From an optimization exercise on the open Yosys and OpenROAD flow, aimed at small area, a short achievable clock period and few clock cycles per item; shortcuts taken in it are not production practice. Where RTL was checked, it was by simulation tests only, not by an equivalence proof against the original.

==> module cph_aes, before the edit <==
module cph_aes (
    input  wire         clk,
    input  wire         rst,          
    input  wire         in_valid,
    output wire         in_ready,
    input  wire [255:0] in_key,       
    input  wire [127:0] in_block,     
    output reg          out_valid,
    output wire [127:0] out_block     
);
    reg          s_busy;
    reg  [3:0]   s_round;             
    reg  [127:0] st;                  
    reg  [127:0] qa;                  
    reg  [127:0] qb;                  
    reg          p_busy;
    reg  [3:0]   p_round;             
    reg  [351:0] pm;                  
    reg  [127:0] ra, rb;              
    reg  [87:0] rm;                  
    wire load = !p_busy;
    assign in_ready  = load;
    assign out_block = st;
    genvar g;
    wire [351:0] pm_d;
    wire [87:0] rm_d;
    generate
        for (g = 0; g < 16; g = g + 1) begin : g_sbh
            aes_sbox_hi u_sb (.a(st[127 - 8*g -: 8]), .m(pm_d[351 - 22*g -: 22]));
        end
        for (g = 0; g < 4; g = g + 1) begin : g_ksbh
            aes_sbox_hi u_ksb (.a(qb[31 - 8*g -: 8]), .m(rm_d[87 - 22*g -: 22]));
        end
    endgenerate
    wire [127:0] sub;
    generate
        for (g = 0; g < 16; g = g + 1) begin : g_sbl
            aes_sbox_lo u_sb (.m(pm[351 - 22*g -: 22]), .y(sub[127 - 8*g -: 8]));
        end
    endgenerate
    wire [127:0] shf;
    generate
        for (g = 0; g < 16; g = g + 1) begin : g_sr
            assign shf[127 - 8*g -: 8] = sub[127 - 8*((g + 4*(g % 4)) % 16) -: 8];
        end
    endgenerate
    wire p_last = (p_round == 4'd14);
    wire mc_en  = !p_last && !load;
    wire [127:0] mg;           
    generate
        for (g = 0; g < 4; g = g + 1) begin : g_mc
            aes_mixcol u_mc (.c(shf[127 - 32*g -: 32]), .en(mc_en), .g(mg[127 - 32*g -: 32]));
        end
    endgenerate
    wire [127:0] rk_n, dat_n, rnd_out;
    generate
        for (g = 0; g < 128; g = g + 1) begin : g_ark
            wire x;
            g_mux2i u_k (.a(rb[g]),  .b(in_key[128 + g]), .s(load), .y(rk_n[g]));
            g_mux2i u_d (.a(shf[g]), .b(in_block[g]),     .s(load), .y(dat_n[g]));
            g_xor2  u_x (.a(dat_n[g]), .b(rk_n[g]), .y(x));
            g_xnor2 u_m (.a(x), .b(mg[g]), .y(rnd_out[g]));
        end
    endgenerate
    wire [31:0] ksub;
    generate
        for (g = 0; g < 4; g = g + 1) begin : g_ksbl
            aes_sbox_lo u_ksb (.m(rm[87 - 22*g -: 22]), .y(ksub[31 - 8*g -: 8]));
        end
    endgenerate
    reg [7:0] rcon;
    always @(*) begin
        case (p_round[3:1])
            3'd0:    rcon = 8'h01;
            3'd1:    rcon = 8'h02;
            3'd2:    rcon = 8'h04;
            3'd3:    rcon = 8'h08;
            3'd4:    rcon = 8'h10;
            3'd5:    rcon = 8'h20;
            3'd6:    rcon = 8'h40;
            default: rcon = 8'h80;
        endcase
    end
    wire [31:0] t = p_round[0] ? ({ksub[23:0], ksub[31:24]} ^ {rcon, 24'h0}) : ksub;
    wire [31:0] b0 = ra[127:96], b1 = ra[95:64], b2 = ra[63:32], b3 = ra[31:0];
    wire [31:0] c1, c2, c3, n0, n1, n2, n3;
    generate
        for (g = 0; g < 32; g = g + 1) begin : g_ks
            g_xor2  u_p1 (.a(b0[g]), .b(b1[g]), .y(c1[g]));     
            g_xor2  u_p2 (.a(c1[g]), .b(b2[g]), .y(c2[g]));     
            g_xor2  u_p3 (.a(c2[g]), .b(b3[g]), .y(c3[g]));     
            g_xnor2 u_n0 (.a(b0[g]), .b(t[g]),  .y(n0[g]));
            g_xor2  u_n1 (.a(c1[g]), .b(t[g]),  .y(n1[g]));
            g_xnor2 u_n2 (.a(c2[g]), .b(t[g]),  .y(n2[g]));
            g_xor2  u_n3 (.a(c3[g]), .b(t[g]),  .y(n3[g]));
        end
    endgenerate
    always @(posedge clk) begin
        if (rst) begin
            s_busy    <= 1'b0;
            p_busy    <= 1'b0;
            out_valid <= 1'b0;
            s_round   <= 4'd1;
            p_round   <= 4'd1;
        end else begin
            p_busy    <= s_busy;
            p_round   <= s_round;
            out_valid <= p_busy && p_last;
            if (load) begin
                s_busy  <= in_valid;
                s_round <= 4'd1;
            end else begin
                s_busy  <= !p_last;
                s_round <= p_round + 4'd1;
            end
        end
    end
    always @(posedge clk) begin
        pm <= pm_d;
        ra <= qa;
        rb <= qb;
        rm <= rm_d;
        st <= rnd_out;
        qa <= rk_n;
        qb <= load ? in_key[127:0] : {n0, n1, n2, n3};
    end
endmodule
export LEC_CHECK = 0
export CAP_MARGIN = 20
export CORE_MARGIN = 2
export CORE_UTILIZATION = 45
export PLACE_DENSITY = 0.6
export SETUP_SLACK_MARGIN = 4.7
export SLEW_MARGIN = 20
export SYNTH_HIERARCHICAL = 1
export SYNTH_MINIMUM_KEEP_SIZE = 0
create_clock -name core_clock -period 8.0 [get_ports {clk}]
standard.sh (not shown) runs the stock make flow with config.mk's settings and CLKGATE_MAP_FILE= SYNTH_SCRIPT=/design/flow/synth_recipe.tcl, a recipe that flattens the netlist after the stock synthesis.
==> flow/flow/run.sh <==
#!/bin/bash
# The standard layout, except that the port buffers are plain
# sky130_fd_sc_hd__buf_1 cells rather than the delay cells buffer_ports picks.
set -euo pipefail
bash standard.sh "BUFFER_PORTS_ARGS=-buffer_cell sky130_fd_sc_hd__buf_1" finish > standard_flow.log 2>&1
Testbench counts at the start, summed over its fixed seeds: cycles 48,634, items 3,238.
Next try:
--- a/flow/design.v
+++ b/flow/design.v
@@ -197,11 +197,13 @@
     reg  [3:0]   p_round;             
     reg  [351:0] pm;                  
     reg  [127:0] ra, rb;              
     reg  [87:0] rm;                  
-    wire load = !p_busy;
-    assign in_ready  = load;
-    assign out_block = st;
+    reg          rdy, ld_n;
+    reg  [127:0] res;                 
+    wire load = !ld_n;
+    assign in_ready  = rdy;
+    assign out_block = res;
     genvar g;
     wire [351:0] pm_d;
     wire [87:0] rm_d;
     generate
@@ -224,23 +226,24 @@
             assign shf[127 - 8*g -: 8] = sub[127 - 8*((g + 4*(g % 4)) % 16) -: 8];
         end
     endgenerate
     wire p_last = (p_round == 4'd14);
-    wire mc_en  = !p_last && !load;
+    wire mc_en  = ld_n;
     wire [127:0] mg;           
     generate
         for (g = 0; g < 4; g = g + 1) begin : g_mc
             aes_mixcol u_mc (.c(shf[127 - 32*g -: 32]), .en(mc_en), .g(mg[127 - 32*g -: 32]));
         end
     endgenerate
-    wire [127:0] rk_n, dat_n, rnd_out;
+    wire [127:0] xr, rk_n, rnd_out;
     generate
         for (g = 0; g < 128; g = g + 1) begin : g_ark
-            wire x;
-            g_mux2i u_k (.a(rb[g]),  .b(in_key[128 + g]), .s(load), .y(rk_n[g]));
-            g_mux2i u_d (.a(shf[g]), .b(in_block[g]),     .s(load), .y(dat_n[g]));
-            g_xor2  u_x (.a(dat_n[g]), .b(rk_n[g]), .y(x));
-            g_xnor2 u_m (.a(x), .b(mg[g]), .y(rnd_out[g]));
+            wire ik, xs_n;
+            g_xor2  u_r (.a(shf[g]), .b(rb[g]), .y(xr[g]));
+            g_xor2  u_i (.a(in_block[g]), .b(in_key[128 + g]), .y(ik));
+            g_mux2i u_s (.a(xr[g]), .b(ik), .s(load), .y(xs_n));
+            g_xor2  u_m (.a(xs_n), .b(mg[g]), .y(rnd_out[g]));
+            g_mux2i u_k (.a(rb[g]), .b(in_key[128 + g]), .s(load), .y(rk_n[g]));
         end
     endgenerate
     wire [31:0] ksub;
     generate
@@ -279,19 +282,23 @@
         if (rst) begin
             s_busy    <= 1'b0;
             p_busy    <= 1'b0;
             out_valid <= 1'b0;
+            rdy       <= 1'b1;
+            ld_n      <= 1'b0;
             s_round   <= 4'd1;
             p_round   <= 4'd1;
         end else begin
             p_busy    <= s_busy;
             p_round   <= s_round;
             out_valid <= p_busy && p_last;
+            rdy       <= !s_busy || (s_round == 4'd14);
+            ld_n      <= s_busy && (s_round != 4'd14);
             if (load) begin
                 s_busy  <= in_valid;
                 s_round <= 4'd1;
             end else begin
-                s_busy  <= !p_last;
+                s_busy  <= 1'b1;
                 s_round <= p_round + 4'd1;
             end
         end
     end
@@ -301,7 +308,8 @@
         rb <= qb;
         rm <= rm_d;
         st <= rnd_out;
         qa <= rk_n;
+        res <= xr;
         qb <= load ? in_key[127:0] : {n0, n1, n2, n3};
     end
 endmodule
=> The new run completed without violations. Routed wire length grows by 1.3%. Register-to-register slack got worse by 130 ps. Final area grows by 6.3%. Count of clock-buffer cells in the layout grows by 40. Synthesized area grows by 6.8%. Utilization shrinks by 0.13 points.
The RTL of the second run of this note was laid out without a check of its function.

## main
Another version of the RTL of cph_aes (not shown whole).
Size: about 1100 flip-flops, roughly 520 I/O pins, ~0.056 mm2 of cells after synthesis.
==> module cph_aes, before the edit <==
module cph_aes (
    input  wire         clk,
    input  wire         rst,          
    input  wire         in_valid,
    output wire         in_ready,
    input  wire [255:0] in_key,       
    input  wire [127:0] in_block,     
    output reg          out_valid,
    output wire [127:0] out_block     
);
    reg          s_busy;
    reg  [3:0]   s_round;             
    reg  [127:0] st;                  
    reg  [127:0] qa;                  
    reg  [127:0] qb;                  
    reg          p_busy;
    reg  [3:0]   p_round;             
    reg  [287:0] pm;                  
    reg  [127:0] ra, rb;              
    reg  [71:0] rm;                  
    reg          rdy, ld_n;
    reg  [127:0] res;                 
    wire load = !ld_n;
    assign in_ready  = rdy;
    assign out_block = res;
    genvar g;
    wire [287:0] pm_d;
    wire [71:0] rm_d;
    generate
        for (g = 0; g < 16; g = g + 1) begin : g_sbh
            aes_sbox_hi u_sb (.a(st[127 - 8*g -: 8]), .m(pm_d[287 - 18*g -: 18]));
        end
        for (g = 0; g < 4; g = g + 1) begin : g_ksbh
            aes_sbox_hi u_ksb (.a(qb[31 - 8*g -: 8]), .m(rm_d[71 - 18*g -: 18]));
        end
    endgenerate
    wire [127:0] sub;
    generate
        for (g = 0; g < 16; g = g + 1) begin : g_sbl
            aes_sbox_lo u_sb (.m(pm[287 - 18*g -: 18]), .y(sub[127 - 8*g -: 8]));
        end
    endgenerate
    wire [127:0] shf;
    generate
        for (g = 0; g < 16; g = g + 1) begin : g_sr
            assign shf[127 - 8*g -: 8] = sub[127 - 8*((g + 4*(g % 4)) % 16) -: 8];
        end
    endgenerate
    wire p_last = (p_round == 4'd14);
    wire mc_en  = ld_n;
    wire [127:0] mg;           
    generate
        for (g = 0; g < 4; g = g + 1) begin : g_mc
            aes_mixcol u_mc (.c(shf[127 - 32*g -: 32]), .en(mc_en), .g(mg[127 - 32*g -: 32]));
        end
    endgenerate
    wire [127:0] xr, rk_n, rnd_out;
    generate
        for (g = 0; g < 128; g = g + 1) begin : g_ark
            wire ik, xs_n;
            g_xor2  u_r (.a(shf[g]), .b(rb[g]), .y(xr[g]));
            g_xor2  u_i (.a(in_block[g]), .b(in_key[128 + g]), .y(ik));
            g_mux2i u_s (.a(xr[g]), .b(ik), .s(load), .y(xs_n));
            g_xor2  u_m (.a(xs_n), .b(mg[g]), .y(rnd_out[g]));
            g_mux2i u_k (.a(rb[g]), .b(in_key[128 + g]), .s(load), .y(rk_n[g]));
        end
    endgenerate
    wire [31:0] ksub;
    generate
        for (g = 0; g < 4; g = g + 1) begin : g_ksbl
            aes_sbox_lo u_ksb (.m(rm[71 - 18*g -: 18]), .y(ksub[31 - 8*g -: 8]));
        end
    endgenerate
    reg [7:0] rcon;
    always @(*) begin
        case (p_round[3:1])
            3'd0:    rcon = 8'h01;
            3'd1:    rcon = 8'h02;
            3'd2:    rcon = 8'h04;
            3'd3:    rcon = 8'h08;
            3'd4:    rcon = 8'h10;
            3'd5:    rcon = 8'h20;
            3'd6:    rcon = 8'h40;
            default: rcon = 8'h80;
        endcase
    end
    wire [31:0] t  = p_round[0] ? {ksub[23:0], ksub[31:24]} : ksub;
    wire [31:0] rc = {p_round[0] ? rcon : 8'h00, 24'h0};
    wire [31:0] b0 = ra[127:96], b1 = ra[95:64], b2 = ra[63:32], b3 = ra[31:0];
    wire [31:0] c1, c2, c3, n0, n1, n2, n3;
    generate
        for (g = 0; g < 32; g = g + 1) begin : g_ks
            wire e0, e1, e2, e3;
            g_xor2  u_p1 (.a(b0[g]), .b(b1[g]), .y(c1[g]));     
            g_xor2  u_p2 (.a(c1[g]), .b(b2[g]), .y(c2[g]));     
            g_xor2  u_p3 (.a(c2[g]), .b(b3[g]), .y(c3[g]));     
            if (g >= 24) begin : g_rc
                g_xor2 u_r0 (.a(b0[g]), .b(rc[g]), .y(e0));
                g_xor2 u_r1 (.a(c1[g]), .b(rc[g]), .y(e1));
                g_xor2 u_r2 (.a(c2[g]), .b(rc[g]), .y(e2));
                g_xor2 u_r3 (.a(c3[g]), .b(rc[g]), .y(e3));
            end else begin : g_norc
                assign e0 = b0[g];
                assign e1 = c1[g];
                assign e2 = c2[g];
                assign e3 = c3[g];
            end
            g_xnor2 u_n0 (.a(e0), .b(t[g]), .y(n0[g]));
            g_xor2  u_n1 (.a(e1), .b(t[g]), .y(n1[g]));
            g_xnor2 u_n2 (.a(e2), .b(t[g]), .y(n2[g]));
            g_xor2  u_n3 (.a(e3), .b(t[g]), .y(n3[g]));
        end
    endgenerate
    always @(posedge clk) begin
        if (rst) begin
            s_busy    <= 1'b0;
            p_busy    <= 1'b0;
            out_valid <= 1'b0;
            rdy       <= 1'b1;
            ld_n      <= 1'b0;
            s_round   <= 4'd1;
            p_round   <= 4'd1;
        end else begin
            p_busy    <= s_busy;
            p_round   <= s_round;
            out_valid <= p_busy && p_last;
            rdy       <= !s_busy || (s_round == 4'd14);
            ld_n      <= s_busy && (s_round != 4'd14);
            if (load) begin
                s_busy  <= in_valid;
                s_round <= 4'd1;
            end else begin
                s_busy  <= 1'b1;
                s_round <= p_round + 4'd1;
            end
        end
    end
    always @(posedge clk) begin
        pm <= pm_d;
        ra <= qa;
        rb <= qb;
        rm <= rm_d;
        st <= rnd_out;
        qa <= rk_n;
        res <= xr;
        qb <= load ? in_key[127:0] : {n0, n1, n2, n3};
    end
endmodule
export LEC_CHECK = 0
export CAP_MARGIN = 20
export CORE_MARGIN = 2
export CORE_UTILIZATION = 55
export CTS_CLUSTER_DIAMETER = 100
export CTS_CLUSTER_SIZE = 20
export PLACE_DENSITY = 0.65
export SETUP_SLACK_MARGIN = 4.7
export SLEW_MARGIN = 20
export SYNTH_HIERARCHICAL = 1
export SYNTH_MINIMUM_KEEP_SIZE = 0
create_clock -name core_clock -period 8.0 [get_ports {clk}]
Scripts as last shown in full above: flow/flow/run.sh
The following lists how the feature branch was set up differently from main:
--- a/flow/design.v
+++ b/flow/design.v
@@ -423,29 +423,16 @@
         endcase
     end
-    wire [31:0] t  = p_round[0] ? {ksub[23:0], ksub[31:24]} : ksub;
-    wire [31:0] rc = {p_round[0] ? rcon : 8'h00, 24'h0};
+    wire [31:0] t = p_round[0] ? ({ksub[23:0], ksub[31:24]} ^ {rcon, 24'h0}) : ksub;
     wire [31:0] b0 = ra[127:96], b1 = ra[95:64], b2 = ra[63:32], b3 = ra[31:0];
     wire [31:0] c1, c2, c3, n0, n1, n2, n3;
     generate
         for (g = 0; g < 32; g = g + 1) begin : g_ks
-            wire e0, e1, e2, e3;
             g_xor2  u_p1 (.a(b0[g]), .b(b1[g]), .y(c1[g]));     
             g_xor2  u_p2 (.a(c1[g]), .b(b2[g]), .y(c2[g]));     
             g_xor2  u_p3 (.a(c2[g]), .b(b3[g]), .y(c3[g]));     
-            if (g >= 24) begin : g_rc
-                g_xor2 u_r0 (.a(b0[g]), .b(rc[g]), .y(e0));
-                g_xor2 u_r1 (.a(c1[g]), .b(rc[g]), .y(e1));
-                g_xor2 u_r2 (.a(c2[g]), .b(rc[g]), .y(e2));
-                g_xor2 u_r3 (.a(c3[g]), .b(rc[g]), .y(e3));
-            end else begin : g_norc
-                assign e0 = b0[g];
-                assign e1 = c1[g];
-                assign e2 = c2[g];
-                assign e3 = c3[g];
-            end
-            g_xnor2 u_n0 (.a(e0), .b(t[g]), .y(n0[g]));
-            g_xor2  u_n1 (.a(e1), .b(t[g]), .y(n1[g]));
-            g_xnor2 u_n2 (.a(e2), .b(t[g]), .y(n2[g]));
-            g_xor2  u_n3 (.a(e3), .b(t[g]), .y(n3[g]));
+            g_xnor2 u_n0 (.a(b0[g]), .b(t[g]),  .y(n0[g]));
+            g_xor2  u_n1 (.a(c1[g]), .b(t[g]),  .y(n1[g]));
+            g_xnor2 u_n2 (.a(c2[g]), .b(t[g]),  .y(n2[g]));
+            g_xor2  u_n3 (.a(c3[g]), .b(t[g]),  .y(n3[g]));
         end
     endgenerate
Findings:
The feature branch finished every step from synthesis to the final layout, and the layout passed the timing, design-rule and antenna checks. Going from main to the feature branch, worst hold slack grows by 0.0054 ns. Side by side, post-layout instance area turned out lower in the feature branch than in main. The feature branch vs. main: worst path setup slack after routing went down by 0.046 ns; total via count after detailed routing now smaller. Between main and the feature branch, the routed wire length does not differ in any meaningful way. On floorplan die height, main tracks the feature branch almost exactly.
Testbench counts of the feature branch, summed over its fixed seeds: cycles 45,408, items 3,238.
No functional check of the RTL was part of main.

[re-timing with driven ports]
How much do the figures lean on ideal ports? The routed layouts below were timed once more, with nothing changed but the port constraints.
Step 1: set_driving_cell puts a clkbuf_16 on clk and a buf_2 on each other input, an assumption about the parent block.
Step 2 also shifts input and output timing later by t, the mid clock arrival at the registers, as if the neighbouring blocks saw the same clock.
a / b / c = no drivers / after step 1 / after step 2; a / b = the first two.
run | t (ns) | setup slack, ns | hold WS [ns] | latest minus earliest clock arrival (ns) | worst register clock-pin slew, ns
the first run of note 1 | 0.768 | 4.720 / 4.649 / 4.720 | 0.319 / 0.319 / 0.319 | 0.030 / 0.031 | 0.07 / 0.07
the second run of note 1 | 0.831 | 4.591 / 4.591 / 4.591 | 0.301 / 0.301 / 0.301 | 0.038 / 0.037 | 0.06 / 0.06
main | 0.730 | 4.733 / 4.733 / 4.733 | 0.315 / 0.315 / 0.315 | 0.026 / 0.025 | 0.09 / 0.09
the feature branch | 0.724 | 4.687 / 4.687 / 4.687 | 0.320 / 0.320 / 0.320 | 0.028 / 0.028 | 0.09 / 0.09
After both steps setup and hold are still met in every run listed.
